This design comes from an exercise in tuning for small area, a short achievable clock period and few clock cycles on the open sky130 flow, not from production work.
Only simulation tests tie the RTL to the original design; equivalence was not proved.

main:
Design zrs_dec, start of the top module:
module zrs_dec (
    input  wire        clk,
    input  wire        rst,           
    input  wire        start,
    output wire        start_ready,
    input  wire        cfg_dynamic,   
    input  wire [2:0]  cfg_table,     
    input  wire [1:0]  cfg_width,     
    input  wire [1:0]  cfg_pred,      
    input  wire [16:0] cfg_elems,     
    input  wire [15:0] cfg_nbytes,    
    input  wire        in_valid,
    output wire        in_ready,
    input  wire [31:0] in_data,
    output reg         out_valid,
    input  wire        out_ready,
    output reg  [63:0] out_data,
    output wire        done,
    output wire        err
);
export LEC_CHECK = 0
export CAP_MARGIN = 20
export CORE_MARGIN = 2
export CORE_UTILIZATION = 30
export SETUP_SLACK_MARGIN = 5
export SLEW_MARGIN = 20
create_clock -name core_clock -period 16.0 [get_ports {clk}]
standard.sh (not shown) runs the stock make flow with config.mk's settings and CLKGATE_MAP_FILE= SYNTH_SCRIPT=/design/flow/synth_recipe.tcl, a recipe that flattens the netlist after the stock synthesis.
==> flow/flow/run.sh <==
#!/bin/bash
set -euo pipefail
MARGIN=8.5
sed -e "s/SETUP_SLACK_MARGIN=[0-9.-]*/SETUP_SLACK_MARGIN=${MARGIN}/" standard.sh > standard_margin.sh
grep -q "SETUP_SLACK_MARGIN=${MARGIN}" standard_margin.sh
bash standard_margin.sh finish > standard_margin.log 2>&1
Testbench counts of main, summed over its fixed seeds: cycles 168,498.
> inputs changed (main -> the feature branch)
==> flow/flow/run.sh <==
#!/bin/bash
set -euo pipefail
MARGIN=8
sed -e "s/SETUP_SLACK_MARGIN=[0-9.-]*/SETUP_SLACK_MARGIN=${MARGIN}/" standard.sh > standard_margin.sh
grep -q "SETUP_SLACK_MARGIN=${MARGIN}" standard_margin.sh
bash standard_margin.sh finish > standard_margin.log 2>&1
Results
- HPWL after detailed placement (higher): main
- The count of flip-flops with a built-in enable after synthesis of the feature branch and that of main are within noise of each other.
- Lower setup skew after layout was reported by main, not the feature branch.
- Relative to main, global-route usage decreased by 0.78 points in the feature branch.
- Re layout overhead on the synthesized area: main was higher than the feature branch.
- Taking main as the reference point, the sequential fraction of total cell area of the feature branch rises by 1.6 points.
- Buffering stage count on the worst path with inverters included: the feature branch vs main down 5
- The total placed instance area was comparable across main and the feature branch.

run a:
Another version of the RTL of zrs_dec (not shown whole).
Size in the first run: about 11000 cells after synthesis, about 150 I/O pins.
Design zrs_dec, start of the top module:
module zrs_dec (
    input  wire        clk,
    input  wire        rst,           
    input  wire        start,
    output wire        start_ready,
    input  wire        cfg_dynamic,   
    input  wire [2:0]  cfg_table,     
    input  wire [1:0]  cfg_width,     
    input  wire [1:0]  cfg_pred,      
    input  wire [16:0] cfg_elems,     
    input  wire [15:0] cfg_nbytes,    
    input  wire        in_valid,
    output wire        in_ready,
    input  wire [31:0] in_data,
    output reg         out_valid,
    input  wire        out_ready,
    output reg  [63:0] out_data,
    output wire        done,
    output wire        err
);
clock: 16.0 ns
lec_check: 0
cap_margin: 20
core_margin: 2
core_utilization: 45
place_density: 0.6
setup_slack_margin: 5
slew_margin: 20
run.sh (not shown) runs the stock make flow with config.mk's settings and CLKGATE_MAP_FILE= SYNTH_SCRIPT=/design/flow/synth_recipe.tcl, a recipe that flattens the netlist after the stock synthesis.
Stock flow here: none of the scripts above is used.
Testbench counts of run a, summed over its fixed seeds: cycles 172,413.
For run b, these inputs were changed with respect to run a:
-- flow/config.mk --
<<< run a, line 9
export CORE_MARGIN = 2
export CORE_UTILIZATION = 45
export PLACE_DENSITY = 0.6
export SETUP_SLACK_MARGIN = 5
>>> run b, line 9
export CORE_MARGIN = 2
export CORE_UTILIZATION = 30
export SETUP_SLACK_MARGIN = 5
[summary]
Between run a and run b, the buffer count excluding the clock tree in the final layout is lower for run b.
When the final numbers for run a and run b were put side by side, the fraction of area in multi-input gates turned out to be greater in run a.
Run b did not stop at any stage, and its layout met the timing, DRC and antenna checks.
Run a and run b ended up with roughly the same relative slew slack.
Across both runs, post-route standard cell area excluding fillers was higher for run b than for run a.
Wire: run b routes less than run a
Looking at global-route usage over all layers, run b sits 14 points lower than run a does.
Total vias in the final route, run b vs run a: down slightly
Number of antenna violations at the first check in global routing is higher on run b
Diff run a -> run b | maximum number of pins on one net before global-route repair | decrease of 6.5%

==> port drivers added, routing unchanged <==
Ports are ideal in the flow. The routed layouts listed here were re-timed in OpenROAD.
Step 1: set_driving_cell puts a clkbuf_16 on clk and a buf_2 on each other input, an assumption about the parent block.
Step 2 adds t to the input delays and takes it off the output delays; t is the mean of the earliest and latest rising clock arrival at the registers after step 1. Input paths then give back, and output paths get back, about the clock's delay inside the block.
Three values: ideal ports, drivers, drivers and shift; two values: the first two.
run	shift t [ns]	slack for setup (ns)	worst hold slack (ns)
main	0.921	8.023 / 8.023 / 7.327	0.515 / 0.515 / 0.515
the feature branch	0.917	7.851 / 7.821 / 6.904	0.537 / 0.537 / 0.537
run a	0.902	4.948 / 4.948 / 4.948	0.517 / 0.517 / 0.517
run b	0.949	5.062 / 5.062 / 5.062	0.517 / 0.517 / 0.517
After both steps every run listed still meets setup and hold. The setup slack of the feature branch, which loses most, moves by -0.030 ns with the drivers and by -0.947 ns with both steps.
